This design comes from an exercise in tuning for small area and a short achievable clock period on the open sky130 flow, not from production work. Where RTL was checked, it was by simulation tests only, not by an equivalence proof against the original. Only the layout flow was run in run 2; the RTL was not checked for function there. Power figures rest on the tool's default switching activity, not on a simulated workload.

<file path="flow/config.mk">
export PLATFORM = sky130hd
export DESIGN_NAME = lw_cv_rx
export DESIGN_NICKNAME = lw_cv_rx
export VERILOG_FILES = /design/flow/design.v
export SDC_FILE = /design/flow/constraint.sdc
export NUM_CORES = 4
export LEC_CHECK = 0
export CAP_MARGIN = 20
export CORE_MARGIN = 2
export CORE_UTILIZATION = 45
export PLACE_DENSITY = 0.65
export SLEW_MARGIN = 20
</file>
<file path="flow/constraint.sdc">
create_clock -name core_clock -period 33.0 [get_ports {clk}]
set_input_delay 6.6000 -clock core_clock [delete_from_list [all_inputs] [get_ports {clk}]]
set_output_delay 6.6000 -clock core_clock [all_outputs]
set_load 0.01 [all_outputs]
</file>
<file path="flow/design.v">
module lw_cv_rx (
    input  wire        clk,
    input  wire        rst,
    input  wire [1:0]  cfg_poly,
    input  wire        cfg_refin,
    input  wire        cfg_refout,
    input  wire        cfg_xorout,
    input  wire        cfg_init,
    input  wire        cfg_order,
    input  wire [7:0]  cfg_skip,
    input  wire        in_valid,
    input  wire        in_sop,
    input  wire        in_eop,
    input  wire        in_disc,
    input  wire [3:0]  in_nbytes,
    input  wire [63:0] in_data,
    input  wire        cnt_clr,
    output reg         cv_valid,
    output reg  [1:0]  cv_res,
    output reg  [31:0] cv_last,
    output reg  [31:0] cv_units,
    output reg  [15:0] cv_fail,
    output reg  [15:0] cv_short
);
    localparam [1:0] CHK_NONE = 2'd0;
    localparam [1:0] CHK_OK   = 2'd1;
    localparam [1:0] CHK_BAD  = 2'd2;
    function [31:0] sinit;
        input [1:0] poly;
        input [3:0] d;
        begin
            case ({poly, d})
                6'd0: sinit = 32'h46AF6449;
                6'd1: sinit = 32'h339FDE2F;
                6'd2: sinit = 32'h68B932F5;
                6'd3: sinit = 32'h955A6162;
                6'd4: sinit = 32'hF50B27F7;
                6'd5: sinit = 32'hC2A1038C;
                6'd6: sinit = 32'h7535D075;
                6'd7: sinit = 32'h1727635B;
                6'd8: sinit = 32'hD61C3A65;
                6'd16: sinit = 32'h2A26F826;
                6'd17: sinit = 32'hAAD955D3;
                6'd18: sinit = 32'h12647B10;
                6'd19: sinit = 32'h11FFA28F;
                6'd20: sinit = 32'h48081204;
                6'd21: sinit = 32'h043379AF;
                6'd22: sinit = 32'h6BC65337;
                6'd23: sinit = 32'hFDDCB433;
                6'd24: sinit = 32'hF931DF69;
                6'd32: sinit = 32'h000084CF;
                6'd33: sinit = 32'h00002D71;
                6'd34: sinit = 32'h00005437;
                6'd35: sinit = 32'h0000DA3E;
                6'd36: sinit = 32'h0000F125;
                6'd37: sinit = 32'h00008DB1;
                6'd38: sinit = 32'h0000988F;
                6'd39: sinit = 32'h00006965;
                6'd40: sinit = 32'h0000C921;
                6'd48: sinit = 32'h00000048;
                6'd49: sinit = 32'h00000018;
                6'd50: sinit = 32'h00000069;
                6'd51: sinit = 32'h000000A0;
                6'd52: sinit = 32'h000000E2;
                6'd53: sinit = 32'h00000095;
                6'd54: sinit = 32'h00000084;
                6'd55: sinit = 32'h000000EE;
                6'd56: sinit = 32'h00000022;
                default: sinit = 32'h0;
            endcase
        end
    endfunction
    function [7:0] rev8;
        input [7:0] b;
        integer q;
        begin
            for (q = 0; q < 8; q = q + 1) rev8[q] = b[7-q];
        end
    endfunction
    reg [1:0]  poly_q;
    reg        refin_q, refout_q, xorout_q, init_q, order_q;
    reg [7:0]  skip_q;           
    reg [95:0] xv_q;             
    reg [31:0] hist_q;           
    reg [2:0]  cnt_q;            
    wire [1:0] poly_e   = in_sop ? cfg_poly   : poly_q;
    wire       refin_e  = in_sop ? cfg_refin  : refin_q;
    wire       init_e   = in_sop ? cfg_init   : init_q;
    wire [7:0] skip_e   = in_sop ? cfg_skip   : skip_q;
    wire [2:0] cnt_e    = in_sop ? 3'd0       : cnt_q;
    wire [95:0] xv = xv_q;
    wire [31:0] s_r0;
    wire [31:0] s_r1;
    wire [15:0] s_r2;
    wire [7:0]  s_r3;
    wire [356:0] xs;     
    assign xs[0] = xv[40] ^ xv[69];
    assign xs[1] = xv[47] ^ xv[56];
    assign xs[2] = xv[48] ^ xv[57];
    assign xs[3] = xv[41] ^ xv[63];
    assign xs[4] = xv[42] ^ xv[71];
    assign xs[5] = xv[38] ^ xv[60];
    assign xs[6] = xv[82] ^ xv[83];
    assign xs[7] = xv[32] ^ xv[77];
    assign xs[8] = xv[34] ^ xv[70];
    assign xs[9] = xv[36] ^ xv[65];
    assign xs[10] = xv[37] ^ xv[45];
    assign xs[11] = xv[61] ^ xv[79];
    assign xs[12] = xv[33] ^ xv[68];
    assign xs[13] = xv[50] ^ xv[59];
    assign xs[14] = xv[39] ^ xv[64];
    assign xs[15] = xv[44] ^ xv[73];
    assign xs[16] = xv[46] ^ xv[55];
    assign xs[17] = xv[49] ^ xv[58];
    assign xs[18] = xv[54] ^ xv[74];
    assign xs[19] = xv[84] ^ xv[92];
    assign xs[20] = xv[52] ^ xv[72];
    assign xs[21] = xv[66] ^ xv[67];
    assign xs[22] = xv[35] ^ xv[53];
    assign xs[23] = xv[43] ^ xv[78];
    assign xs[24] = xv[86] ^ xv[91];
    assign xs[25] = xv[62] ^ xv[80];
    assign xs[26] = xv[75] ^ xv[76];
    assign xs[27] = xv[85] ^ xv[90];
    assign xs[28] = xv[51] ^ xv[81];
    assign xs[29] = xv[88] ^ xv[93];
    assign xs[30] = xv[89] ^ xv[94];
    assign xs[31] = xv[87] ^ xs[19];
    assign xs[32] = xs[0] ^ xs[12];
    assign xs[33] = xv[95] ^ xs[6];
    assign xs[34] = xs[2] ^ xs[7];
    assign xs[35] = xs[11] ^ xs[21];
    assign xs[36] = xs[1] ^ xs[9];
    assign xs[37] = xs[3] ^ xs[13];
    assign xs[38] = xs[4] ^ xs[5];
    assign xs[39] = xv[83] ^ xv[84];
    assign xs[40] = xv[38] ^ xs[17];
    assign xs[41] = xv[95] ^ xs[27];
    assign xs[42] = xs[8] ^ xs[14];
    assign xs[43] = xv[20] ^ xv[24];
    assign xs[44] = xv[21] ^ xv[25];
    assign xs[45] = xv[22] ^ xv[26];
    assign xs[46] = xv[31] ^ xv[68];
    assign xs[47] = xv[33] ^ xv[94];
    assign xs[48] = xv[36] ^ xv[53];
    assign xs[49] = xv[39] ^ xv[77];
    assign xs[50] = xv[41] ^ xv[71];
    assign xs[51] = xv[51] ^ xv[67];
    assign xs[52] = xv[58] ^ xv[61];
    assign xs[53] = xv[32] ^ xs[10];
    assign xs[54] = xv[40] ^ xs[23];
    assign xs[55] = xv[43] ^ xs[16];
    assign xs[56] = xv[60] ^ xs[25];
    assign xs[57] = xv[79] ^ xs[15];
    assign xs[58] = xv[35] ^ xv[57];
    assign xs[59] = xv[42] ^ xv[72];
    assign xs[60] = xv[56] ^ xv[59];
    assign xs[61] = xv[62] ^ xv[81];
    assign xs[62] = xv[63] ^ xv[80];
    assign xs[63] = xv[87] ^ xv[92];
    assign xs[64] = xv[37] ^ xs[0];
    assign xs[65] = xv[66] ^ xs[22];
    assign xs[66] = xv[75] ^ xs[18];
    assign xs[67] = xv[78] ^ xs[16];
    assign xs[68] = xv[23] ^ xv[30];
    assign xs[69] = xv[35] ^ xv[64];
    assign xs[70] = xv[38] ^ xv[70];
    assign xs[71] = xv[50] ^ xv[76];
    assign xs[72] = xv[29] ^ xs[10];
    assign xs[73] = xv[34] ^ xs[29];
    assign xs[74] = xv[37] ^ xs[2];
    assign xs[75] = xv[46] ^ xs[20];
    assign xs[76] = xv[59] ^ xs[1];
    assign xs[77] = xv[73] ^ xs[8];
    assign xs[78] = xv[82] ^ xs[28];
    assign xs[79] = xs[3] ^ xs[4];
    assign xs[80] = xs[24] ^ xs[26];
    assign xs[81] = xv[12] ^ xv[54];
    assign xs[82] = xv[16] ^ xv[44];
    assign xs[83] = xv[27] ^ xv[43];
    assign xs[84] = xv[28] ^ xv[39];
    assign xs[85] = xv[32] ^ xv[52];
    assign xs[86] = xv[45] ^ xv[48];
    assign xs[87] = xv[47] ^ xv[61];
    assign xs[88] = xv[56] ^ xv[70];
    assign xs[89] = xv[58] ^ xv[69];
    assign xs[90] = xv[65] ^ xv[81];
    assign xs[91] = xv[85] ^ xv[94];
    assign xs[92] = xv[89] ^ xv[90];
    assign xs[93] = xv[35] ^ xs[14];
    assign xs[94] = xv[55] ^ xs[9];
    assign xs[95] = xv[55] ^ xs[30];
    assign xs[96] = xv[63] ^ xs[7];
    assign xs[97] = xv[64] ^ xs[18];
    assign xs[98] = xv[68] ^ xs[17];
    assign xs[99] = xv[74] ^ xs[24];
    assign xs[100] = xv[76] ^ xs[11];
    assign xs[101] = xv[88] ^ xs[6];
    assign xs[102] = xv[52] ^ xs[55];
    assign xs[103] = xv[60] ^ xs[34];
    assign xs[104] = xs[5] ^ xs[33];
    assign xs[105] = xs[12] ^ xs[35];
    assign xs[106] = xv[14] ^ xv[51];
    assign xs[107] = xv[18] ^ xv[62];
    assign xs[108] = xv[36] ^ xv[73];
    assign xs[109] = xv[37] ^ xv[57];
    assign xs[110] = xv[40] ^ xv[54];
    assign xs[111] = xv[44] ^ xv[49];
    assign xs[112] = xv[51] ^ xv[95];
    assign xs[113] = xv[65] ^ xv[72];
    assign xs[114] = xv[71] ^ xv[91];
    assign xs[115] = xv[11] ^ xs[22];
    assign xs[116] = xv[17] ^ xs[44];
    assign xs[117] = xv[41] ^ xs[2];
    assign xs[118] = xv[42] ^ xs[10];
    assign xs[119] = xv[47] ^ xs[26];
    assign xs[120] = xv[66] ^ xs[20];
    assign xs[121] = xv[71] ^ xs[63];
    assign xs[122] = xv[87] ^ xs[39];
    assign xs[123] = xv[93] ^ xs[15];
    assign xs[124] = xs[21] ^ xs[23];
    assign xs[125] = xs[22] ^ xs[28];
    assign xs[126] = xs[43] ^ xs[46];
    assign xs[127] = xv[40] ^ xs[31];
    assign xs[128] = xv[77] ^ xs[42];
    assign xs[129] = xv[78] ^ xs[99];
    assign xs[130] = xv[84] ^ xs[37];
    assign xs[131] = xs[27] ^ xs[32];
    assign xs[132] = xs[30] ^ xs[36];
    assign xs[133] = xs[38] ^ xs[45];
    assign xs[134] = xv[15] ^ xv[19];
    assign xs[135] = xv[19] ^ xv[45];
    assign xs[136] = xv[25] ^ xv[36];
    assign xs[137] = xv[30] ^ xv[74];
    assign xs[138] = xv[33] ^ xv[46];
    assign xs[139] = xv[33] ^ xv[89];
    assign xs[140] = xv[34] ^ xv[74];
    assign xs[141] = xv[37] ^ xv[52];
    assign xs[142] = xv[44] ^ xv[82];
    assign xs[143] = xv[48] ^ xv[68];
    assign xs[144] = xv[53] ^ xv[65];
    assign xs[145] = xv[54] ^ xv[64];
    assign xs[146] = xv[77] ^ xv[80];
    assign xs[147] = xv[4] ^ xs[20];
    assign xs[148] = xv[7] ^ xs[16];
    assign xs[149] = xv[8] ^ xs[1];
    assign xs[150] = xv[9] ^ xs[4];
    assign xs[151] = xv[23] ^ xs[81];
    assign xs[152] = xv[24] ^ xs[13];
    assign xs[153] = xv[26] ^ xs[58];
    assign xs[154] = xv[27] ^ xs[8];
    assign xs[155] = xv[34] ^ xs[5];
    assign xs[156] = xv[38] ^ xs[47];
    assign xs[157] = xv[42] ^ xs[25];
    assign xs[158] = xv[49] ^ xs[29];
    assign xs[159] = xv[53] ^ xs[14];
    assign xs[160] = xv[56] ^ xs[17];
    assign xs[161] = xv[57] ^ xs[25];
    assign xs[162] = xv[58] ^ xs[15];
    assign xs[163] = xv[59] ^ xs[3];
    assign xs[164] = xv[60] ^ xs[0];
    assign xs[165] = xv[66] ^ xs[89];
    assign xs[166] = xv[67] ^ xs[5];
    assign xs[167] = xv[73] ^ xs[19];
    assign xs[168] = xv[76] ^ xs[70];
    assign xs[169] = xv[78] ^ xs[11];
    assign xs[170] = xv[79] ^ xs[62];
    assign xs[171] = xv[85] ^ xs[61];
    assign xs[172] = xv[86] ^ xs[30];
    assign xs[173] = xv[91] ^ xs[27];
    assign xs[174] = xv[93] ^ xs[18];
    assign xs[175] = xs[2] ^ xs[6];
    assign xs[176] = xs[6] ^ xs[9];
    assign xs[177] = xs[7] ^ xs[50];
    assign xs[178] = xs[10] ^ xs[59];
    assign xs[179] = xs[14] ^ xs[52];
    assign xs[180] = xs[18] ^ xs[91];
    assign xs[181] = xs[43] ^ xs[51];
    assign xs[182] = xs[47] ^ xs[60];
    assign xs[183] = xv[10] ^ xs[53];
    assign xs[184] = xv[62] ^ xs[67];
    assign xs[185] = xv[65] ^ xs[54];
    assign xs[186] = xv[67] ^ xs[56];
    assign xs[187] = xv[90] ^ xs[31];
    assign xs[188] = xv[93] ^ xs[33];
    assign xs[189] = xs[1] ^ xs[65];
    assign xs[190] = xs[11] ^ xs[76];
    assign xs[191] = xs[13] ^ xs[120];
    assign xs[192] = xs[23] ^ xs[75];
    assign xs[193] = xs[28] ^ xs[31];
    assign xs[194] = xs[34] ^ xs[64];
    assign xs[195] = xs[35] ^ xs[54];
    assign xs[196] = xs[40] ^ xs[41];
    assign xs[197] = xs[42] ^ xs[82];
    assign xs[198] = xs[78] ^ xs[121];
    assign xs[199] = xv[29] ^ xs[133];
    assign xs[200] = xv[0] ^ xv[79];
    assign xs[201] = xv[1] ^ xv[69];
    assign xs[202] = xv[2] ^ xv[41];
    assign xs[203] = xv[2] ^ xv[46];
    assign xs[204] = xv[3] ^ xv[46];
    assign xs[205] = xv[6] ^ xv[41];
    assign xs[206] = xv[8] ^ xv[70];
    assign xs[207] = xv[14] ^ xv[67];
    assign xs[208] = xv[15] ^ xv[48];
    assign xs[209] = xv[17] ^ xv[21];
    assign xs[210] = xv[20] ^ xv[57];
    assign xs[211] = xv[23] ^ xv[47];
    assign xs[212] = xv[24] ^ xv[63];
    assign xs[213] = xv[28] ^ xv[59];
    assign xs[214] = xv[31] ^ xv[69];
    assign xs[215] = xv[38] ^ xv[53];
    assign xs[216] = xv[39] ^ xv[75];
    assign xs[217] = xv[39] ^ xv[76];
    assign xs[218] = xv[41] ^ xv[88];
    assign xs[219] = xv[43] ^ xv[62];
    assign xs[220] = xv[43] ^ xv[68];
    assign xs[221] = xv[46] ^ xv[95];
    assign xs[222] = xv[49] ^ xv[75];
    assign xs[223] = xv[52] ^ xv[54];
    assign xs[224] = xv[56] ^ xv[64];
    assign xs[225] = xv[61] ^ xv[69];
    assign xs[226] = xv[70] ^ xv[92];
    assign xs[227] = xv[72] ^ xv[74];
    assign xs[228] = xv[72] ^ xv[89];
    assign xs[229] = xv[77] ^ xv[79];
    assign xs[230] = xv[85] ^ xv[87];
    assign xs[231] = xv[88] ^ xv[94];
    assign xs[232] = xv[16] ^ xs[44];
    assign xs[233] = xv[18] ^ xs[1];
    assign xs[234] = xv[28] ^ xs[9];
    assign xs[235] = xv[32] ^ xs[86];
    assign xs[236] = xv[33] ^ xs[8];
    assign xs[237] = xv[43] ^ xs[110];
    assign xs[238] = xv[44] ^ xs[52];
    assign xs[239] = xv[45] ^ xs[15];
    assign xs[240] = xv[45] ^ xs[69];
    assign xs[241] = xv[48] ^ xs[4];
    assign xs[242] = xv[50] ^ xs[8];
    assign xs[243] = xv[51] ^ xs[21];
    assign xs[244] = xv[52] ^ xs[46];
    assign xs[245] = xv[53] ^ xs[0];
    assign xs[246] = xv[54] ^ xs[17];
    assign xs[247] = xv[55] ^ xs[48];
    assign xs[248] = xv[60] ^ xs[3];
    assign xs[249] = xv[64] ^ xs[7];
    assign xs[250] = xv[66] ^ xs[107];
    assign xs[251] = xv[69] ^ xs[12];
    assign xs[252] = xv[71] ^ xs[85];
    assign xs[253] = xv[74] ^ xs[20];
    assign xs[254] = xv[75] ^ xs[0];
    assign xs[255] = xv[76] ^ xs[49];
    assign xs[256] = xv[78] ^ xs[0];
    assign xs[257] = xv[80] ^ xs[5];
    assign xs[258] = xv[81] ^ xs[21];
    assign xs[259] = xv[82] ^ xs[114];
    assign xs[260] = xv[83] ^ xs[25];
    assign xs[261] = xv[83] ^ xs[26];
    assign xs[262] = xv[86] ^ xs[14];
    assign xs[263] = xv[87] ^ xs[92];
    assign xs[264] = xs[2] ^ xs[48];
    assign xs[265] = xs[4] ^ xs[24];
    assign xs[266] = xs[10] ^ xs[13];
    assign xs[267] = xs[12] ^ xs[223];
    assign xs[268] = xs[15] ^ xs[58];
    assign xs[269] = xs[16] ^ xs[17];
    assign xs[270] = xs[16] ^ xs[90];
    assign xs[271] = xs[19] ^ xs[111];
    assign xs[272] = xs[20] ^ xs[90];
    assign xs[273] = xs[22] ^ xs[26];
    assign xs[274] = xs[24] ^ xs[71];
    assign xs[275] = xs[26] ^ xs[88];
    assign xs[276] = xs[29] ^ xs[39];
    assign xs[277] = xs[50] ^ xs[146];
    assign xs[278] = xs[68] ^ xs[106];
    assign xs[279] = xs[68] ^ xs[135];
    assign xs[280] = xs[69] ^ xs[143];
    assign xs[281] = xs[71] ^ xs[203];
    assign xs[282] = xv[5] ^ xs[32];
    assign xs[283] = xv[6] ^ xs[66];
    assign xs[284] = xv[13] ^ xs[93];
    assign xs[285] = xv[26] ^ xs[77];
    assign xs[286] = xv[27] ^ xs[79];
    assign xs[287] = xv[28] ^ xs[162];
    assign xs[288] = xv[30] ^ xs[67];
    assign xs[289] = xv[35] ^ xs[57];
    assign xs[290] = xv[39] ^ xs[56];
    assign xs[291] = xv[47] ^ xs[37];
    assign xs[292] = xv[50] ^ xs[172];
    assign xs[293] = xv[58] ^ xs[95];
    assign xs[294] = xv[61] ^ xs[153];
    assign xs[295] = xv[65] ^ xs[100];
    assign xs[296] = xv[79] ^ xs[124];
    assign xs[297] = xv[80] ^ xs[80];
    assign xs[298] = xv[81] ^ xs[80];
    assign xs[299] = xv[91] ^ xs[180];
    assign xs[300] = xs[3] ^ xs[40];
    assign xs[301] = xs[6] ^ xs[95];
    assign xs[302] = xs[8] ^ xs[36];
    assign xs[303] = xs[13] ^ xs[38];
    assign xs[304] = xs[15] ^ xs[72];
    assign xs[305] = xs[23] ^ xs[94];
    assign xs[306] = xs[27] ^ xs[31];
    assign xs[307] = xs[32] ^ xs[176];
    assign xs[308] = xs[33] ^ xs[73];
    assign xs[309] = xs[36] ^ xs[97];
    assign xs[310] = xs[36] ^ xs[278];
    assign xs[311] = xs[37] ^ xs[275];
    assign xs[312] = xs[38] ^ xs[88];
    assign xs[313] = xs[41] ^ xs[179];
    assign xs[314] = xs[45] ^ xs[243];
    assign xs[315] = xs[48] ^ xs[53];
    assign xs[316] = xs[49] ^ xs[79];
    assign xs[317] = xs[50] ^ xs[123];
    assign xs[318] = xs[53] ^ xs[125];
    assign xs[319] = xs[55] ^ xs[97];
    assign xs[320] = xs[56] ^ xs[98];
    assign xs[321] = xs[57] ^ xs[117];
    assign xs[322] = xs[57] ^ xs[273];
    assign xs[323] = xs[61] ^ xs[73];
    assign xs[324] = xs[63] ^ xs[157];
    assign xs[325] = xs[68] ^ xs[148];
    assign xs[326] = xs[72] ^ xs[136];
    assign xs[327] = xs[74] ^ xs[134];
    assign xs[328] = xs[74] ^ xs[174];
    assign xs[329] = xs[75] ^ xs[101];
    assign xs[330] = xs[77] ^ xs[87];
    assign xs[331] = xs[80] ^ xs[109];
    assign xs[332] = xs[83] ^ xs[149];
    assign xs[333] = xs[84] ^ xs[152];
    assign xs[334] = xs[96] ^ xs[112];
    assign xs[335] = xs[98] ^ xs[166];
    assign xs[336] = xs[115] ^ xs[151];
    assign xs[337] = xs[116] ^ xs[213];
    assign xs[338] = xs[118] ^ xs[246];
    assign xs[339] = xs[119] ^ xs[126];
    assign xs[340] = xs[169] ^ xs[262];
    assign xs[341] = xs[170] ^ xs[274];
    assign xs[342] = xs[181] ^ xs[227];
    assign xs[343] = xs[210] ^ xs[252];
    assign xs[344] = xs[228] ^ xs[266];
    assign xs[345] = xv[84] ^ xs[195];
    assign xs[346] = xs[23] ^ xs[130];
    assign xs[347] = xs[32] ^ xs[184];
    assign xs[348] = xs[40] ^ xs[105];
    assign xs[349] = xs[47] ^ xs[191];
    assign xs[350] = xs[64] ^ xs[189];
    assign xs[351] = xs[102] ^ xs[307];
    assign xs[352] = xs[103] ^ xs[167];
    assign xs[353] = xs[156] ^ xs[188];
    assign xs[354] = xs[158] ^ xs[330];
    assign xs[355] = xs[182] ^ xs[198];
    assign xs[356] = xs[196] ^ xs[328];
    assign s_r0[0] = (((xs[34] ^ xs[41]) ^ (xs[100] ^ xs[165])) ^ (((xv[93] ^ xs[3]) ^ (xs[5] ^ xs[142])) ^ ((xs[224] ^ (xv[0] ^ xv[86])) ^ xs[324])));
    assign s_r0[1] = (((xs[173] ^ xs[182]) ^ (xs[235] ^ (xs[90] ^ xs[111]))) ^ (((xs[201] ^ xs[217]) ^ (xs[218] ^ xs[226])) ^ (xs[104] ^ xs[296])));
    assign s_r0[2] = ((((xv[67] ^ xv[89]) ^ xs[42]) ^ (xs[122] ^ xs[235])) ^ ((xs[281] ^ (xs[114] ^ (xv[56] ^ xv[62]))) ^ (xs[131] ^ xs[300])));
    assign s_r0[3] = ((xs[291] ^ (xs[265] ^ (xv[88] ^ xs[19]))) ^ (((xs[58] ^ xs[113]) ^ (xs[204] ^ (xv[49] ^ xv[51]))) ^ (xs[128] ^ xs[131])));
    assign s_r0[4] = (((xs[147] ^ xs[259]) ^ (xs[268] ^ (xv[38] ^ xs[11]))) ^ (((xs[25] ^ xs[71]) ^ xs[302]) ^ (xs[334] ^ (xs[92] ^ xs[54]))));
    assign s_r0[5] = ((((xv[5] ^ xv[33]) ^ xs[38]) ^ ((xv[56] ^ xs[20]) ^ (xs[108] ^ xs[217]))) ^ (((xs[225] ^ xs[230]) ^ xs[129]) ^ (xs[188] ^ xs[318])));
    assign s_r0[6] = (((xs[77] ^ xs[156]) ^ ((xv[86] ^ xs[11]) ^ (xs[48] ^ xs[49]))) ^ (((xs[109] ^ xs[219]) ^ xs[127]) ^ (xs[283] ^ xs[329])));
    assign s_r0[7] = ((((xv[55] ^ xs[4]) ^ (xs[92] ^ (xv[7] ^ xv[34]))) ^ xs[350]) ^ (xs[352] ^ (xs[340] ^ (xs[66] ^ xs[101]))));
    assign s_r0[8] = (((xs[96] ^ xs[124]) ^ (xs[164] ^ xs[271])) ^ (((xs[24] ^ xs[59]) ^ (xs[69] ^ xs[139])) ^ ((xs[206] ^ xs[33]) ^ (xs[66] ^ xs[94]))));
    assign s_r0[9] = (((xs[224] ^ xs[242]) ^ (xs[261] ^ (xv[9] ^ xs[10]))) ^ ((xs[105] ^ xs[305]) ^ (xs[306] ^ xs[317])));
    assign s_r0[10] = (((xs[248] ^ xs[259]) ^ (xs[280] ^ (xs[51] ^ xs[52]))) ^ (((xs[113] ^ xs[140]) ^ (xs[221] ^ xs[231])) ^ (xs[183] ^ xs[187])));
    assign s_r0[11] = (((xs[163] ^ xs[263]) ^ ((xv[11] ^ xs[12]) ^ xs[103])) ^ ((xs[289] ^ xs[297]) ^ (xs[329] ^ (xs[17] ^ xs[36]))));
    assign s_r0[12] = (((xs[57] ^ xs[171]) ^ ((xv[49] ^ xs[1]) ^ (xs[139] ^ (xv[12] ^ xv[38])))) ^ ((xs[129] ^ xs[130]) ^ (xs[308] ^ xs[315])));
    assign s_r0[13] = (((xs[155] ^ xs[170]) ^ (xs[175] ^ (xv[51] ^ xs[138]))) ^ ((xs[284] ^ xs[292]) ^ (xs[306] ^ (xs[66] ^ xs[118]))));
    assign s_r0[14] = (((xs[73] ^ xs[93]) ^ (xs[122] ^ (xs[9] ^ xs[28]))) ^ (((xs[87] ^ (xv[14] ^ xv[40])) ^ xs[102]) ^ (xs[196] ^ xs[297])));
    assign s_r0[15] = (((xs[65] ^ xs[171]) ^ (xs[255] ^ (xs[13] ^ xs[24]))) ^ (((xs[141] ^ xs[142]) ^ (xs[208] ^ xs[218])) ^ (xs[127] ^ xs[132])));
    assign s_r0[16] = ((xs[315] ^ (xs[100] ^ xs[160])) ^ ((xs[256] ^ xs[260]) ^ ((xs[51] ^ xs[82]) ^ (xs[145] ^ (xv[88] ^ xv[89])))));
    assign s_r0[17] = ((xs[130] ^ (xs[229] ^ xs[161])) ^ ((xs[267] ^ xs[270]) ^ ((xv[17] ^ xs[10]) ^ (xs[70] ^ xs[92]))));
    assign s_r0[18] = (((xs[38] ^ xs[67]) ^ (xs[78] ^ xs[159])) ^ ((xs[165] ^ xs[173]) ^ (xs[233] ^ (xv[34] ^ xs[62]))));
    assign s_r0[19] = ((xs[190] ^ ((xv[19] ^ xv[67]) ^ xs[93])) ^ ((xs[175] ^ xs[237]) ^ (xs[272] ^ (xs[24] ^ xs[226]))));
    assign s_r0[20] = ((xs[317] ^ xs[320]) ^ ((xs[94] ^ xs[175]) ^ ((xv[66] ^ (xv[20] ^ xv[53])) ^ xs[127])));
    assign s_r0[21] = (((xv[21] ^ xs[225]) ^ (xs[37] ^ xs[160])) ^ ((xs[178] ^ xs[180]) ^ (xs[258] ^ xs[276])));
    assign s_r0[22] = (((xs[35] ^ xs[55]) ^ (xs[123] ^ (xv[80] ^ xs[7]))) ^ (((xs[30] ^ xs[89]) ^ (xs[143] ^ (xv[22] ^ xv[51]))) ^ (xs[187] ^ xs[311])));
    assign s_r0[23] = (((xs[231] ^ xs[163]) ^ ((xv[70] ^ xs[85]) ^ (xs[86] ^ xs[211]))) ^ (xs[348] ^ (xs[129] ^ xs[198])));
    assign s_r0[24] = (((xs[152] ^ xs[159]) ^ (xs[241] ^ xs[251])) ^ (((xs[63] ^ xs[222]) ^ xs[186]) ^ (xs[308] ^ ((xv[79] ^ xv[89]) ^ xs[75]))));
    assign s_r0[25] = (((xs[125] ^ xs[164]) ^ ((xv[90] ^ xs[30]) ^ (xs[39] ^ xs[62]))) ^ (((xs[71] ^ xs[113]) ^ (xs[220] ^ (xv[25] ^ xv[54]))) ^ xs[354]));
    assign s_r0[26] = ((xs[341] ^ (xs[153] ^ xs[174])) ^ (((xs[85] ^ xs[108]) ^ xs[193]) ^ (xs[293] ^ xs[312])));
    assign s_r0[27] = (((xs[146] ^ xs[247]) ^ (xs[253] ^ (xv[75] ^ xs[29]))) ^ (xs[355] ^ ((xs[83] ^ xs[109]) ^ xs[313])));
    assign s_r0[28] = ((xs[331] ^ ((xv[78] ^ xs[20]) ^ (xs[30] ^ xs[60]))) ^ (((xs[110] ^ xs[144]) ^ xs[104]) ^ (xs[287] ^ xs[323])));
    assign s_r0[29] = (((xs[65] ^ xs[100]) ^ (xs[163] ^ (xs[18] ^ xs[49]))) ^ ((((xv[29] ^ xv[45]) ^ (xv[57] ^ xv[73])) ^ xs[104]) ^ (xs[187] ^ xs[293])));
    assign s_r0[30] = ((xs[313] ^ (xs[66] ^ xs[276])) ^ (((xv[91] ^ xs[60]) ^ ((xv[36] ^ xv[40]) ^ (xv[42] ^ xv[77]))) ^ (xs[186] ^ xs[288])));
    assign s_r0[31] = ((xs[331] ^ (xs[95] ^ xs[171])) ^ ((xs[248] ^ (xs[19] ^ xs[46])) ^ (xs[185] ^ xs[190])));
    assign s_r1[0] = (((xs[37] ^ xs[247]) ^ (xs[260] ^ (xv[44] ^ xs[91]))) ^ (((xs[200] ^ xs[216]) ^ xs[129]) ^ (xs[194] ^ xs[335])));
    assign s_r1[1] = ((xs[340] ^ ((xv[1] ^ xv[95]) ^ xs[32])) ^ ((xs[257] ^ xs[193]) ^ (xs[311] ^ xs[338])));
    assign s_r1[2] = (((xs[78] ^ xs[161]) ^ ((xs[0] ^ xs[29]) ^ (xs[202] ^ xs[230]))) ^ ((xs[102] ^ xs[128]) ^ (xs[295] ^ xs[303])));
    assign s_r1[3] = (((xs[101] ^ xs[172]) ^ (xs[238] ^ (xs[20] ^ xs[28]))) ^ ((xs[185] ^ xs[189]) ^ (xs[316] ^ ((xv[3] ^ xv[70]) ^ xs[56]))));
    assign s_r1[4] = (((xs[239] ^ xs[263]) ^ (xs[264] ^ (xv[59] ^ xs[61]))) ^ (xs[345] ^ ((xs[145] ^ xs[33]) ^ (xs[79] ^ xs[147]))));
    assign s_r1[5] = (((xs[98] ^ xs[101]) ^ (xs[173] ^ xs[178])) ^ (((xs[3] ^ xs[144]) ^ xs[186]) ^ (xs[319] ^ ((xv[5] ^ xv[84]) ^ xs[57]))));
    assign s_r1[6] = (((xs[205] ^ xs[159]) ^ xs[352]) ^ (((xv[46] ^ xs[61]) ^ xs[132]) ^ (xs[195] ^ xs[338])));
    assign s_r1[7] = (((xs[142] ^ xs[148]) ^ xs[356]) ^ ((xs[157] ^ xs[105]) ^ (xs[185] ^ xs[291])));
    assign s_r1[8] = (((xs[48] ^ xs[140]) ^ ((xv[57] ^ xv[66]) ^ xs[54])) ^ ((xs[118] ^ xs[149]) ^ (xs[249] ^ (xv[85] ^ xs[28]))));
    assign s_r1[9] = ((xs[299] ^ ((xv[9] ^ xv[49]) ^ xs[96])) ^ (xs[351] ^ ((xs[13] ^ xs[22]) ^ xs[290])));
    assign s_r1[10] = (((xs[34] ^ xs[42]) ^ (xs[76] ^ (xs[19] ^ xs[25]))) ^ (xs[348] ^ ((xs[28] ^ (xv[10] ^ xv[95])) ^ xs[299])));
    assign s_r1[11] = ((((xv[44] ^ xv[79]) ^ (xv[81] ^ xv[91])) ^ (xs[115] ^ xs[177])) ^ (((xv[92] ^ xs[9]) ^ (xs[140] ^ xs[141])) ^ xs[353]));
    assign s_r1[12] = (((xs[216] ^ (xv[34] ^ xv[36])) ^ ((xv[78] ^ xv[80]) ^ xs[65])) ^ ((xs[178] ^ (xs[19] ^ xs[81])) ^ xs[353]));
    assign s_r1[13] = (((xs[123] ^ (xv[69] ^ xs[18])) ^ xs[346]) ^ (((xs[22] ^ xs[221]) ^ xs[298]) ^ (xs[320] ^ ((xv[13] ^ xv[34]) ^ xs[34]))));
    assign s_r1[14] = (((xs[207] ^ xs[117]) ^ (xs[168] ^ (xs[6] ^ xs[12]))) ^ (((xs[14] ^ xs[24]) ^ (xs[87] ^ xs[110])) ^ (xs[318] ^ xs[324])));
    assign s_r1[15] = ((xs[323] ^ (xs[31] ^ xs[40])) ^ (xs[351] ^ ((xv[54] ^ xs[208]) ^ xs[316])));
    assign s_r1[16] = (((xs[158] ^ (xv[85] ^ xs[59])) ^ xs[346]) ^ (xs[350] ^ (xs[197] ^ xs[301])));
    assign s_r1[17] = (((xs[41] ^ xs[237]) ^ (xs[240] ^ (xv[17] ^ xs[9]))) ^ (((xs[39] ^ xs[51]) ^ xs[292]) ^ (xs[312] ^ xs[321])));
    assign s_r1[18] = (((xs[35] ^ xs[122]) ^ (xs[254] ^ (xs[86] ^ xs[107]))) ^ (((xs[144] ^ (xv[90] ^ xv[94])) ^ xs[192]) ^ (xs[303] ^ xs[334])));
    assign s_r1[19] = ((((xv[88] ^ xs[39]) ^ (xs[52] ^ xs[70])) ^ xs[349]) ^ (((xs[108] ^ xs[112]) ^ xs[194]) ^ (xs[319] ^ ((xv[19] ^ xv[86]) ^ xs[119]))));
    assign s_r1[20] = ((xs[343] ^ (xs[112] ^ xs[32])) ^ ((xs[77] ^ xs[122]) ^ (xs[132] ^ xs[341])));
    assign s_r1[21] = (((xs[65] ^ xs[74]) ^ (xs[236] ^ xs[253])) ^ ((xs[277] ^ (xv[88] ^ xs[89])) ^ (xs[193] ^ ((xv[21] ^ xv[64]) ^ xs[41]))));
    assign s_r1[22] = (((xs[242] ^ xs[272]) ^ ((xs[18] ^ xs[29]) ^ xs[194])) ^ ((xs[289] ^ xs[290]) ^ (xs[301] ^ ((xv[22] ^ xv[68]) ^ xs[79]))));
    assign s_r1[23] = (((xs[93] ^ xs[265]) ^ ((xs[15] ^ xs[88]) ^ (xs[219] ^ (xv[23] ^ xv[84])))) ^ ((xs[103] ^ xs[105]) ^ (xs[344] ^ (xs[41] ^ xs[78]))));
    assign s_r1[24] = (((xs[176] ^ xs[239]) ^ ((xv[61] ^ xs[17]) ^ (xs[51] ^ xs[212]))) ^ ((xs[131] ^ xs[192]) ^ ((xs[99] ^ xs[121]) ^ (xs[155] ^ xs[161]))));
    assign s_r1[25] = (((xs[257] ^ xs[258]) ^ xs[354]) ^ (((xs[20] ^ xs[91]) ^ xs[127]) ^ ((xs[136] ^ xs[34]) ^ (xs[67] ^ xs[240]))));
    assign s_r1[26] = (((xs[76] ^ xs[254]) ^ (xs[270] ^ (xs[7] ^ xs[15]))) ^ (((xs[29] ^ xs[62]) ^ (xs[114] ^ xs[139])) ^ (xs[104] ^ xs[294])));
    assign s_r1[27] = (((xs[249] ^ xs[271]) ^ ((xs[1] ^ xs[62]) ^ (xs[215] ^ (xv[55] ^ xv[82])))) ^ ((xs[131] ^ xs[298]) ^ (xs[344] ^ (xs[35] ^ xs[154]))));
    assign s_r1[28] = (((xs[97] ^ xs[234]) ^ (xs[269] ^ (xs[8] ^ (xv[40] ^ xv[63])))) ^ (xs[355] ^ (xs[322] ^ ((xv[90] ^ xv[93]) ^ xs[53]))));
    assign s_r1[29] = (((xs[277] ^ (xv[91] ^ xs[16])) ^ xs[349]) ^ (((xs[26] ^ xs[58]) ^ xs[104]) ^ (xs[309] ^ (xs[72] ^ xs[73]))));
    assign s_r1[30] = (((xs[167] ^ xs[261]) ^ ((xv[95] ^ xs[21]) ^ (xs[49] ^ xs[52]))) ^ ((xs[132] ^ xs[288]) ^ ((xs[59] ^ xs[74]) ^ (xs[125] ^ xs[155]))));
    assign s_r1[31] = (((xs[244] ^ xs[255]) ^ xs[345]) ^ (xs[356] ^ ((xv[82] ^ xs[108]) ^ ((xv[35] ^ xv[62]) ^ xs[76]))));
    assign s_r2[0] = (((xs[83] ^ xs[200]) ^ xs[342]) ^ ((xs[40] ^ xs[234]) ^ (xs[280] ^ (xs[4] ^ xs[82]))));
    assign s_r2[1] = ((xs[191] ^ xs[304]) ^ ((xs[222] ^ xs[116]) ^ ((xs[9] ^ xs[84]) ^ (xs[201] ^ xs[220]))));
    assign s_r2[2] = ((xs[304] ^ xs[314]) ^ (((xv[18] ^ xv[70]) ^ xs[245]) ^ (xs[281] ^ (xs[5] ^ xs[137]))));
    assign s_r2[3] = (((xs[70] ^ xs[87]) ^ (xs[204] ^ xs[66])) ^ ((xs[244] ^ xs[279]) ^ ((xv[27] ^ xs[49]) ^ (xs[50] ^ xs[51]))));
    assign s_r2[4] = ((xs[184] ^ xs[339]) ^ ((xs[147] ^ xs[241]) ^ (xs[245] ^ (xv[32] ^ xs[84]))));
    assign s_r2[5] = (((xs[181] ^ xs[232]) ^ ((xv[29] ^ xs[7]) ^ xs[282])) ^ ((xs[286] ^ xs[287]) ^ (xs[309] ^ (xs[22] ^ xs[168]))));
    assign s_r2[6] = (((xs[251] ^ (xv[30] ^ xs[4])) ^ (xs[128] ^ xs[283])) ^ ((xs[305] ^ xs[337]) ^ ((xs[45] ^ xs[72]) ^ (xs[117] ^ xs[120]))));
    assign s_r2[7] = (((xs[154] ^ xs[160]) ^ xs[199]) ^ (((xs[113] ^ (xv[18] ^ xv[31])) ^ xs[322]) ^ (xs[325] ^ (xs[64] ^ xs[124]))));
    assign s_r2[8] = (((xs[168] ^ xs[177]) ^ (xs[268] ^ xs[279])) ^ (((xs[18] ^ xs[46]) ^ xs[332]) ^ (xs[333] ^ ((xv[36] ^ xv[72]) ^ xs[35]))));
    assign s_r2[9] = (((xs[150] ^ xs[162]) ^ xs[347]) ^ (((xs[84] ^ (xv[31] ^ xv[75])) ^ xs[103]) ^ (xs[326] ^ xs[342])));
    assign s_r2[10] = (((xs[32] ^ (xv[29] ^ xs[26])) ^ ((xs[44] ^ xs[137]) ^ xs[183])) ^ ((xs[190] ^ xs[192]) ^ (xs[285] ^ xs[300])));
    assign s_r2[11] = ((((xv[27] ^ xv[62]) ^ xs[115]) ^ (xs[119] ^ (xs[13] ^ xs[137]))) ^ (((xs[138] ^ xs[214]) ^ xs[128]) ^ (xs[133] ^ xs[321])));
    assign s_r2[12] = ((xs[339] ^ ((xv[40] ^ xv[45]) ^ xs[96])) ^ ((xs[151] ^ xs[166]) ^ (xs[169] ^ xs[197])));
    assign s_r2[13] = ((xs[295] ^ (xs[116] ^ xs[177])) ^ (xs[347] ^ ((xv[24] ^ xs[86]) ^ xs[284])));
    assign s_r2[14] = ((xs[302] ^ ((xv[14] ^ xv[25]) ^ xs[250])) ^ ((xs[256] ^ (xv[49] ^ xs[3])) ^ ((xs[45] ^ xs[59]) ^ (xs[138] ^ xs[229]))));
    assign s_r2[15] = ((xs[296] ^ xs[327]) ^ ((xs[211] ^ (xv[50] ^ xs[69])) ^ (xs[285] ^ xs[286])));
    assign s_r3[0] = ((((xv[16] ^ xv[62]) ^ xs[126]) ^ (xs[179] ^ xs[264])) ^ (xs[199] ^ ((xs[106] ^ (xv[0] ^ xv[15])) ^ xs[332])));
    assign s_r3[1] = ((((xv[63] ^ xs[85]) ^ (xs[111] ^ xs[145])) ^ xs[199]) ^ ((((xv[1] ^ xv[8]) ^ (xv[9] ^ xv[53])) ^ xs[310]) ^ (xs[337] ^ (xs[64] ^ xs[126]))));
    assign s_r3[2] = (((xs[165] ^ xs[232]) ^ (xs[267] ^ (xv[55] ^ xs[107]))) ^ (((xs[202] ^ xs[206]) ^ xs[183]) ^ (xs[310] ^ ((xv[20] ^ xv[50]) ^ xs[150]))));
    assign s_r3[3] = (((xs[236] ^ (xv[11] ^ xs[60])) ^ ((xs[209] ^ xs[212]) ^ (xs[214] ^ xs[215]))) ^ ((xs[102] ^ xs[314]) ^ (xs[327] ^ ((xv[3] ^ xv[10]) ^ xs[150]))));
    assign s_r3[4] = ((xs[343] ^ ((xv[22] ^ xv[25]) ^ xs[233])) ^ (((xs[83] ^ (xv[4] ^ xv[10])) ^ xs[197]) ^ (xs[335] ^ xs[336])));
    assign s_r3[5] = ((((xv[13] ^ xv[26]) ^ xs[94]) ^ (xs[238] ^ (xv[71] ^ xs[2]))) ^ (((xs[135] ^ xs[209]) ^ xs[282]) ^ (xs[333] ^ xs[336])));
    assign s_r3[6] = (((xs[154] ^ xs[164]) ^ (xs[250] ^ xs[269])) ^ (((xs[43] ^ xs[60]) ^ (xs[81] ^ xs[106])) ^ ((xs[205] ^ (xv[13] ^ xv[22])) ^ xs[326])));
    assign s_r3[7] = ((((xv[13] ^ xv[28]) ^ xs[37]) ^ (xs[38] ^ (xv[70] ^ xs[1]))) ^ (((xs[44] ^ xs[134]) ^ (xs[141] ^ xs[207])) ^ (xs[294] ^ xs[325])));
    reg  [31:0] s_cur;
    reg  [2:0]  w_bytes;
    reg  [31:0] wmask;
    always @* begin
        case (poly_q)
            2'd0:    begin s_cur = s_r0;           w_bytes = 3'd4; wmask = 32'hFFFF_FFFF; end
            2'd1:    begin s_cur = s_r1;           w_bytes = 3'd4; wmask = 32'hFFFF_FFFF; end
            2'd2:    begin s_cur = {16'h0, s_r2};  w_bytes = 3'd2; wmask = 32'h0000_FFFF; end
            default: begin s_cur = {24'h0, s_r3};  w_bytes = 3'd1; wmask = 32'h0000_00FF; end
        endcase
    end
    wire       skip_big = (skip_e > {4'd0, in_nbytes});
    wire [3:0] dskip    = skip_big ? in_nbytes : skip_e[3:0];
    wire [3:0] kcnt     = in_nbytes - dskip;
    wire [7:0] skip_nx  = skip_big ? skip_e - {4'd0, in_nbytes} : 8'd0;
    wire [3:0] cnt_sum  = {1'b0, cnt_e} + kcnt;
    wire [2:0] cnt_nx   = (cnt_sum > 4'd4) ? 3'd4 : cnt_sum[2:0];
    wire       use_init = in_sop | (skip_q != 8'd0);
    wire [31:0] s_e     = use_init ? (init_e ? sinit(poly_e, dskip) : 32'h0) : s_cur;
    reg  [63:0] bdat;
    integer j;
    always @* begin
        for (j = 0; j < 8; j = j + 1)
            bdat[63-8*j -: 8] = (skip_e > j) ? 8'h00 :
                                (refin_e ? rev8(in_data[8*j +: 8]) : in_data[8*j +: 8]);
    end
    wire [2:0]  sh      = 3'd0 - in_nbytes[2:0];           
    wire [95:0] xv_nx   = {s_e, bdat} >> {sh, 3'b000};
    wire [31:0] hist_nx;
    assign hist_nx[7:0]   = xv_nx[7:0];
    assign hist_nx[15:8]  = (in_nbytes[3:1] != 3'd0) ? xv_nx[15:8] : hist_q[7:0];
    assign hist_nx[23:16] = (in_nbytes[3:2] != 2'd0 || in_nbytes[1:0] == 2'd3) ? xv_nx[23:16] :
                            in_nbytes[1] ? hist_q[7:0] : hist_q[15:8];
    assign hist_nx[31:24] = (in_nbytes[3:2] != 2'd0) ? xv_nx[31:24] :
                            (in_nbytes[1:0] == 2'd3) ? hist_q[7:0] :
                            in_nbytes[1] ? hist_q[15:8] : hist_q[23:16];
    reg  [2:0]  w_e;
    always @* begin
        case (poly_e)
            2'd0, 2'd1: w_e = 3'd4;
            2'd2:       w_e = 3'd2;
            default:    w_e = 3'd1;
        endcase
    end
    wire [3:0] cnt_all = {1'b0, cnt_e} + in_nbytes;
    wire [3:0] skip_w  = {1'b0, skip_e[2:0]} + {1'b0, w_e};
    wire is_short = (skip_e == 8'd0) ? (cnt_all < {1'b0, w_e}) :
                    ((skip_e[7:3] != 5'd0) | (in_nbytes < skip_w));
    wire [31:0] rbytes = hist_q & wmask;
    wire [7:0]  h0 = refin_q ? rev8(hist_q[7:0])   : hist_q[7:0];
    wire [7:0]  h1 = refin_q ? rev8(hist_q[15:8])  : hist_q[15:8];
    wire [7:0]  h2 = refin_q ? rev8(hist_q[23:16]) : hist_q[23:16];
    wire [7:0]  h3 = refin_q ? rev8(hist_q[31:24]) : hist_q[31:24];
    reg  [31:0] rxval;
    always @* begin
        case (w_bytes)
            3'd4:    rxval = order_q ? {h3, h2, h1, h0} : {h0, h1, h2, h3};
            3'd2:    rxval = order_q ? {16'h0, h1, h0}  : {16'h0, h0, h1};
            default: rxval = {24'h0, h0};
        endcase
    end
    function [31:0] reflw;
        input [31:0] v;
        input [2:0]  wb;
        input        en;
        integer q;
        begin
            if (en) begin
                reflw = 32'h0;
                case (wb)
                    3'd4:    for (q = 0; q < 32; q = q + 1) reflw[q] = v[31-q];
                    3'd2:    for (q = 0; q < 16; q = q + 1) reflw[q] = v[15-q];
                    default: for (q = 0; q < 8;  q = q + 1) reflw[q] = v[7-q];
                endcase
            end else begin
                reflw = v;
            end
        end
    endfunction
    wire [31:0] xm = xorout_q ? wmask : 32'h0;
    wire [31:0] fin = reflw(s_cur ^ rbytes, w_bytes, refout_q) ^ xm;
    wire [31:0] tgt = rbytes ^ reflw(rxval ^ xm, w_bytes, refout_q);
    wire        is_ok = (s_cur == tgt);
    wire unit_end = in_valid & in_eop;
    always @(posedge clk) begin
        if (in_valid) begin
            if (in_sop) begin
                poly_q   <= cfg_poly;
                refin_q  <= cfg_refin;
                refout_q <= cfg_refout;
                xorout_q <= cfg_xorout;
                init_q   <= cfg_init;
                order_q  <= cfg_order;
            end
            skip_q <= skip_nx;
            cnt_q  <= cnt_nx;
            xv_q   <= xv_nx;
            hist_q <= hist_nx;
        end
    end
    reg         chk_q;           
    reg  [1:0]  res_q;           
    reg  [31:0] last_q;          
    reg  [15:0] fail_q;          
    wire [15:0] fail_inc = (fail_q == 16'hFFFF) ? fail_q : fail_q + 16'd1;
    always @* begin
        cv_res  = chk_q ? (is_ok ? CHK_OK : CHK_BAD) : res_q;
        cv_last = chk_q ? fin : last_q;
        cv_fail = (chk_q & ~is_ok) ? fail_inc : fail_q;
    end
    wire        short_ev  = unit_end & ~in_disc & is_short;
    wire [31:0] units_inc = cv_units + 32'd1;
    wire [15:0] short_inc = (cv_short == 16'hFFFF) ? cv_short : cv_short + 16'd1;
    wire [15:0] short_d   = cnt_clr ? {15'd0, short_ev} : short_inc;
    always @(posedge clk) begin
        if (rst | unit_end)
            cv_units <= units_inc & {32{~rst}};
        if (rst | cnt_clr | short_ev)
            cv_short <= short_d & {16{~rst}};
    end
    always @(posedge clk) begin
        if (rst) begin
            cv_valid <= 1'b0;
            chk_q    <= 1'b0;
            res_q    <= CHK_NONE;
            last_q   <= 32'h0;
            fail_q   <= 16'h0;
        end else begin
            cv_valid <= unit_end;
            chk_q    <= unit_end & ~in_disc & ~is_short;
            res_q    <= unit_end ? (in_disc ? CHK_NONE : CHK_BAD) : cv_res;
            last_q   <= cv_last;
            fail_q   <= cnt_clr ? 16'h0 : cv_fail;
        end
    end
endmodule
</file>
<file path="flow/flow/run.sh">
#!/bin/bash
# Layout flow: the standard flow (standard.sh) with two changes.
# 1. Synthesis maps the combinational logic with flow/abc_map.script instead of
#    ORFS's abc_speed.script, which restructures the XOR networks into much
#    larger logic. Everything else in synthesis, including the flip-flop
#    mapping, is the standard synthesis (flow/abc_synth.tcl wraps it).
# 2. The port buffers are buf_2 cells rather than the default delay buffers.
# Each tool's output goes to a log file in this folder (synth.log, layout.log)
# besides ORFS's own logs under orfs/logs.
set -euo pipefail
here=$(pwd)
export FLOW_ABC_SCRIPT=$here/flow/abc_map.script
export FLOW_STD_SYNTH=$here/synth_recipe.tcl
extra=(BUFFER_PORTS_ARGS="-buffer_cell sky130_fd_sc_hd__buf_2")
[[ -f flow/params.sh ]] && source flow/params.sh
# same make command as standard.sh, with our synthesis script, for synthesis only
sed -e "s#SYNTH_SCRIPT=[^ ]*#SYNTH_SCRIPT=$here/flow/abc_synth.tcl#" standard.sh > synth_only.sh
bash synth_only.sh synth "${extra[@]}" > synth.log 2>&1
# the rest of the standard flow reuses that synthesis
bash standard.sh finish "${extra[@]}" > layout.log 2>&1
</file>
<file path="flow/flow/abc_map.script">
strash
dch
map -D 4000
topo
buffer -c
stime -c
upsize -c
dnsize -c
</file>
<file path="flow/flow/abc_synth.tcl">
# The standard flow's synthesis script, but with the combinational logic mapped by
# abc_map.script instead of ORFS's abc_speed.script. Everything else,
# including the flip-flop mapping, is the standard synthesis.
proc abc {args} {
  set i [lsearch -exact $args -script]
  if { $i >= 0 } {
    lset args [expr { $i + 1 }] $::env(FLOW_ABC_SCRIPT)
  }
  yosys abc {*}$args
}
source $::env(FLOW_STD_SYNTH)
</file>
<file path="flow/standard.sh">
#!/bin/bash
# synth_recipe.tcl (not shown) runs the flow's synth.tcl, then flattens the netlist and writes it again
# the make line also repeats each setting of config.mk as NAME=value (left out here)
make -C /OpenROAD-flow-scripts/flow DESIGN_CONFIG=/design/flow/config.mk WORK_HOME=/design/flow/orfs CLKGATE_MAP_FILE= SYNTH_SCRIPT=/design/flow/synth_recipe.tcl "${@:-finish}"
</file>
==> out/results.tsv, run 1 <==
metric	value	unit
status	complete, no violations	
clock.fmax	0.0733	GHz
critical_path_class	flip-flop to output port	
initial_core_util	45.6	%
rows	95	
syn2layout_area_growth	8.46	%
ir_worst_vdd	38.4	uV
rsz0062_at_grt	no	
end_kind	output port	
grt_pass1_wl	214000	um
finalMaxSlewViolations	0	
syn_nets	4332	
cts_hold_buf	0	
reg2reg_from	xv_q[49]	
ys_types	68	
port_buffers	188	
pin_count	189	
synth_cells	4204	
power_density	73.4	nW/um^2
setup_viol	0	
synth_flop_cell	edfxtp_1	
hold_start	res_q[0]	
worstPathCellList	inv_1 > nand2_1 > nand2_2 > nand2_1 > nand2_1 > xor2_1 > xnor2_1 > xnor2_1 > xnor2_1 > a21oi_1 > o21ai_0 > nand2_1 > xor2_1 > xnor2_1 > nand4_1 > nor4_1 > nand2_1 > nand2_4 > nor2_2 > inv_1 > nor2_1 > a21oi_1 > buf_2	
ctsResizeCount	0	
synth-edff-count	186	
power_switching	1.36	mW
dp_hpwl	127000	um
yosysMostFrequentCell	nand2_1	
clock_skew	0.0217	ns
drt_iter0_markers	4961	
crit_top_cell	nand2_1	
routed_wl	157000	um
grt_pass1_vias	27618	
clockBufferDepth	3	
synth_area_per_cell	7.32	um^2
wire_per_inst	30.5	um
intPower	1.09	mW
path_clk_slew	0.06	ns
ys_ff_latch	238	
cts_buffers	30	
synth_warnings	1	
synth_top_area_share	18.5	%
grt_overflow	0	
combPwrFrac	69.7	%
nets	4383	
post-cts-setup-buffer-count	0	
cts_root_buffer	clkbuf_16	
seq_power_share	16.4	%
grt_max_degree	99	
tritoncts	done	
hold_viol_final	0	
timing.final.crit_share	41.3	%
ant_nets	0	
cp-start-kind	flip-flop	
swShare	55.5	%
via_per_inst	6.02	
synth.area.top_cells	xor2_1 19%, edfxtp_1 18%, xnor2_1 15%, nand2_1 8.3%, o21ai_0 4.9%	
chipWidth	265	um
yosysSeqAreaShare	21.5	%
clkPwrFrac	13.9	%
slowest_delay	1.05	ns
core	67400	um^2
drv_cap	0	
arrival	7.03	ns
leakage	13.9	nW
antenna_found_initial	8	
grt_usage	43.3	%
crit_slowest_cell	edfxtp_1	
tns	0	ns
async_reset_ff_share	0	%
yosysTopAreaCell	xor2_1	
htree_levels	1	
dr.pass1.iters	6	
p_total	2.45	mW
remaining_drc_errors	0	
critPathLaunch	xv_q[49]	
clk_latency	0.60	ns
num_vias	31008	
cp.required	26.40	ns
slew_headroom	12.1	%
syn_area	30800	um^2
die_area	70500	um^2
crit_fanout	9	
clock_sinks	238	
drive_above_1_share	9.89	%
fp.dieH	265	um
min_path_type	flip-flop to flip-flop	
gp_congestion	1.14	
worstMarginPinSlew	1.31	ns
min_period	13.63	ns
synth_common_cells	678 x nand2_1, 650 x xor2_1, 525 x xnor2_1	
[cells by family after synthesis]
| logic type | synth area share [%] |
|---|---|
| AOI/OAI and AO/OA | 15.7 |
| muxes | 0.846 |
| adders and majority gates | 1.69 |
| DFF | 21.5 |
| and+or+nand+nor | 17.3 |
| xor gates and xnor gates | 35.5 |
| buffers and inverters | 7.39 |
[state kept, by name, summed over array words and instances, names as in the netlist]
name and flops:
xv_q 88, order_q 1, refin_q 1, xorout_q 1
res_q 2, cnt_q 3, cv_valid 1, hist_q 32
last_q 32, chk_q 1, fail_q 16, cv_short 16
init_q 1, skip_q 8, poly_q 2, cv_units 32
refout_q 1
[power by group through the flow]
| stage | Clock, mW | Sequential, mW | Combinational (mW) |
|---|---|---|---|
| 3_3_place_gp | 0 | 0.403 | 1.62 |
| 2_1_floorplan | 0 | 0.371 | 1.06 |
| 4_1_cts | 0.343 | 0.397 | 1.62 |
| 6_report | 0.340 | 0.401 | 1.71 |
| 3_5_place_dp | 0 | 0.403 | 1.61 |
| 5_1_grt | 0.353 | 0.399 | 1.75 |
[routing by layer]
layer	wire (um)	GRT usage, %	vias to the layer above
met3	23400	17.2	467
met1	62600	57.7	14503
met5	60	0	-
li1	-	-	13854
met4	10400	23.1	10
met2	60800	59.3	2174
[final timing paths]
| path | slack, ns | cells after the start | endpoint |
|---|---|---|---|
| max | 19.37 | 23 | cv_fail[1] |
| min | 0.48 | 2 | res_q[0] |
| max reg2reg | 26.49 | 22 | fail_q[12] |
| min reg2reg | 0.48 | 2 | res_q[0] |
[cell type report]
class / instances / area, um^2
Timing Repair Buffer: 251 / 1420
Clock buffer: 38 / 833
Clock inverter: 18 / 171
Multi-Input combinational cell: 3382 / 21900
Inverter: 352 / 1320
Antenna cell: 2 / 5.00
Fill cell: 6858 / 34000
Sequential cell: 238 / 6630
Tap cell: 873 / 1090
[through the flow]
stage	hold slack, ns	setup WS [ns]	cells	instance area (um^2)	utilization (%)
floorplan	0.439	21.32	4204	30800	-
global placement	0.464	19.98	5096	32400	48.0
detailed placement	0.463	19.95	5096	32400	48.0
CTS	0.477	19.89	5152	33400	49.5
global route	0.528	19.42	5152	33400	49.5
finish	0.480	19.37	5154	33400	49.5
[cells in the final DEF, fill, tap and decap left out, types with 71 or more instances in the layout]
master,n
nand2_1,678
xor2_1,650
xnor2_1,525
nor2_1,364
inv_1,321
o21ai_0,302
a21oi_1,218
edfxtp_1,186
buf_2,186
nand3_1,73
a211oi_1,71
[worst max-delay path: cells and delay by family (launching register included)]
family / cells / cell delay [ns]
AND/OR/NAND/NOR: 11 / 2.29
XOR/XNOR: 6 / 2.23
flip-flops: 1 / 1.05
buffers and inverters: 3 / 0.46
AO/OA/AOI/OAI: 3 / 0.36
==> run 2, diff against run 1 <==
--- a/flow/design.v
+++ b/flow/design.v
@@ -559,3 +559,6 @@
     wire       use_init = in_sop | (skip_q != 8'd0);
-    wire [31:0] s_e     = use_init ? (init_e ? sinit(poly_e, dskip) : 32'h0) : s_cur;
+    wire       skip_ge  = (skip_e[7:4] != 4'd0) | (skip_e[3:0] >= in_nbytes);
+    wire [31:0] init_a  = sinit(poly_e, in_nbytes);
+    wire [31:0] init_b  = sinit(poly_e, {1'b0, skip_e[2:0]});
+    wire [31:0] s_e     = use_init ? (init_e ? (skip_ge ? init_a : init_b) : 32'h0) : s_cur;
     reg  [63:0] bdat;
==> flow/flow/params.sh (new file) <==
extra+=(SETUP_SLACK_MARGIN=20.5)
--- a/flow/config.mk
+++ b/flow/config.mk
@@ -9,4 +9,4 @@
 export CORE_MARGIN = 2
-export CORE_UTILIZATION = 45
-export PLACE_DENSITY = 0.65
+export CORE_UTILIZATION = 30
+export PLACE_DENSITY = 0.5
 export SLEW_MARGIN = 20
==> out/results.tsv, run 2 <==
metric	value	unit	change
cp.required	26.40	ns	about the same
p_total	2.76	mW	+13%
clk_latency	0.57	ns	-0.03 ns
cts_hold_buf	0		unchanged
synth_top_area_share	17.6	%	-0.90 points
drive_above_1_share	12.2	%	+2.3 points
grt_overflow	0		unchanged
n_fill_cell	11420		+67%
crit_buf_inv	3		unchanged
htree_levels	2		+1
tritoncts	done		
ir_worst_vdd	34.6	uV	-10%
grt_pass1_vias	30403		+10%
num_vias	32940		+6.2%
largest_reg_flops	88		unchanged
min_period	12.51	ns	-1.13 ns
power_density	75.9	nW/um^2	+3.4%
synth-edff-count	186		unchanged
crit_slowest_cell	edfxtp_1		
hold_viol_final	0		unchanged
grt_usage	32.4	%	-11 points
crit_fanout	13		+4
wire_per_inst	30.3	um	-0.73%
rsz0062_at_grt	no		
arrival	5.91	ns	-1.12 ns
antenna_found_initial	2		-6
timing.final.crit_share	37.9	%	-3.4 points
dp_hpwl	147000	um	+16%
syn2layout_area_growth	13.4	%	
n_antenna_cell	0		-2
fin_area	36300	um^2	+8.9%
synth_warnings	1		unchanged
routed_wl	181000	um	+15%
crit_top_cell	xor2_1		
synth_common_cells	672 x nand2_1, 644 x xor2_1, 521 x xnor2_1		
chipWidth	331	um	+25%
cp-start-kind	flip-flop		
ant_nets	0		unchanged
slowest_delay	0.66	ns	-0.39 ns
clock_skew	0.0314	ns	+0.00971 ns
path_clk_slew	0.05	ns	about the same
rows	119		+25%
remaining_drc_errors	0		unchanged
synth_flop_cell	edfxtp_1		
async_reset_ff_share	0	%	unchanged
cts_root_buffer	clkbuf_16		
critical_path_class	flip-flop to output port		
yosysSeqAreaShare	20.7	%	-0.86 points
setup_viol	0		unchanged
fin_util	34.4	%	-15 points
grt_pass1_wl	248000	um	+16%
dp_cells	5889		+16%
syn_nets	4595		+6.1%
nets	4701		+7.3%
fp.dieH	331	um	+25%
tns	0	ns	unchanged
gp_congestion	1.11		-2.6%
initial_core_util	30.3	%	-15 points
clockBufferDepth	3		unchanged
synth_cells	4467		+6.3%
worstPathCellList	inv_1 > nand2_1 > nand2_2 > xnor2_4 > xor2_2 > xor2_1 > xnor2_1 > xor2_1 > o22ai_4 > xor2_1 > xor2_1 > nor4_1 > nand2_1 > nor2_1 > nand4_1 > nand2_4 > inv_2 > nand3_2 > xor2_2 > buf_2		
port_buffers	188		unchanged
top_register	xv_q		
yosysMostFrequentCell	nand2_1		
layout_common_cells	668 x nand2_1, 620 x xor2_1, 512 x xnor2_1, 422 x nor2_1, 366 x inv_1		
dr.pass1.iters	8		+2
grt_max_degree	99		unchanged
cp_top_family	XOR/XNOR gates		
end_kind	output port		
core	106000	um^2	+57%
die_area	109000	um^2	+55%
dpl_cell_area	34400	um^2	+6.4%
drv_cap	0		unchanged
ys_ff_latch	238		unchanged
slew_headroom	22.7	%	+11 points
synth_area_per_cell	7.17	um^2	-2.0%
drt_iter0_markers	4669		-5.9%
min_path_type	flip-flop to flip-flop		
synth.area.top_cells	xor2_1 18%, edfxtp_1 17%, xnor2_1 14%, nand2_1 7.9%, o21ai_0 5.2%		
worstMarginPinSlew	1.15	ns	-0.159 ns
clock_sinks	238		unchanged
clock.fmax	0.0799	GHz	+9.0%
leakage	14.9	nW	+7.5%
status	complete, no violations		
ys_types	69		+1.5%
layout_commonest_cell	nand2_1		
syn_area	32000	um^2	+4.1%
yosysTopAreaCell	xor2_1		
via_per_inst	5.50		-8.6%
layout.cells.non_filler	5988		+16%
finalMaxSlewViolations	0		unchanged
pin_count	189		unchanged
cts_buffers	34		+13%
[run 2: metal layers]
layer | vias up | routed length, um | track usage (%) | share of wire, %
met5 | - | 13 | 0 | 0.0072
met4 | 2 | 11800 | 16.8 | 6.5
met3 | 416 | 19300 | 7.73 | 11
met2 | 1992 | 74900 | 47.3 | 41
met1 | 15666 | 75400 | 43.9 | 42
li1 | 14864 | - | - | -
[run 2: worst paths after layout]
path,start,end,slack (ns),cells past startpoint
max,xv_q[50],cv_fail[11],20.49,20
min,last_q[15],last_q[15],0.51,2
max reg2reg,poly_q[1],hist_q[30],26.81,21
min reg2reg,last_q[15],last_q[15],0.51,2
[run 2: kinds of logic (layout without fill, tap and decap cells)]
kind of cell | Yosys count | in the layout | share of synthesized area [%]
AOI/OAI and AO/OA | 886 | 886 | 16.3
DFF | 238 | 238 | 20.7
xor gates and xnor gates | 1201 | 1201 | 34.1
muxes | 19 | 19 | 0.594
buffers and inverters | 660 | 790 | 8.06
and+or+nand+nor | 1425 | 1425 | 18.7
adders and majority gates | 38 | 38 | 1.62
[run 2: repair_timing]
item | 4_1_cts | 5_1_grt
pin swaps | 2 | 2
resized for setup | 32 | 47
endpoints found under the setup margin | 24 | 45
buffers inserted | 10 | 28
[run 2: worst reg2reg max path, delay by kind of cell, from the launching register on]
family | cells | cell delay, ns
flops | 1 | 0.34
simple gates | 9 | 1.85
mux | 1 | 0.23
compound gates | 4 | 1.54
buf+inv | 7 | 2.10
[run 2: per-stage QoR]
| step | hold slack, ns | setup slack, ns |
|---|---|---|
| finish | 0.509 | 20.49 |
| detailed placement | 0.504 | 19.76 |
| CTS | 0.511 | 20.55 |
| floorplan | 0.443 | 22.52 |
| global placement | 0.495 | 19.56 |
| global route | 0.536 | 20.50 |
[run 2: area by class of cell]
| class | instances | area, um^2 | area share (%) |
|---|---|---|---|
| Inverter | 409 | 1550 | 4.27 |
| Timing Repair Buffer | 321 | 1980 | 5.46 |
| Clock inverter | 17 | 186 | 0.513 |
| Multi-Input combinational cell | 3569 | 23300 | 64.2 |
| Clock buffer | 43 | 926 | 2.55 |
| Tap cell | 1391 | 1740 | 4.79 |
| Sequential cell | 238 | 6630 | 18.2 |
[run 2: power breakdown]
group	internal (mW)	switching (mW)	total, mW
registers	0.355	0.0423	0.397
clock network	0.223	0.150	0.374
logic	0.630	1.36	1.99
total	1.21	1.55	2.76

-- static timing again, ports no longer ideal --
The results above use ideal ports. As a check the final layouts listed here were re-extracted and re-timed, cells and wires unchanged.
Step 1 sets driving cells, clkbuf_16 on the clock port and buf_2 on the other inputs (assumed; they add their load-dependent delay and slew).
Step 2 moves the port delays by t, midway between the first and last clock arrival at a register: inputs arrive t later, outputs are due t later. That takes back most of the time a late clock gives input paths.
Three values: ideal, step 1, step 2; two values: the first two.
run	t (ns)	slack for setup (ns)	worst setup path after step 2
run 1	0.652	19.366 / 19.301 / 19.711	input to register
run 2	0.619	20.492 / 20.424 / 20.288	input to register
After both steps every run listed still meets setup and hold. The setup slack of run 2, which loses most, moves by -0.068 ns with the drivers and by -0.204 ns with both steps.
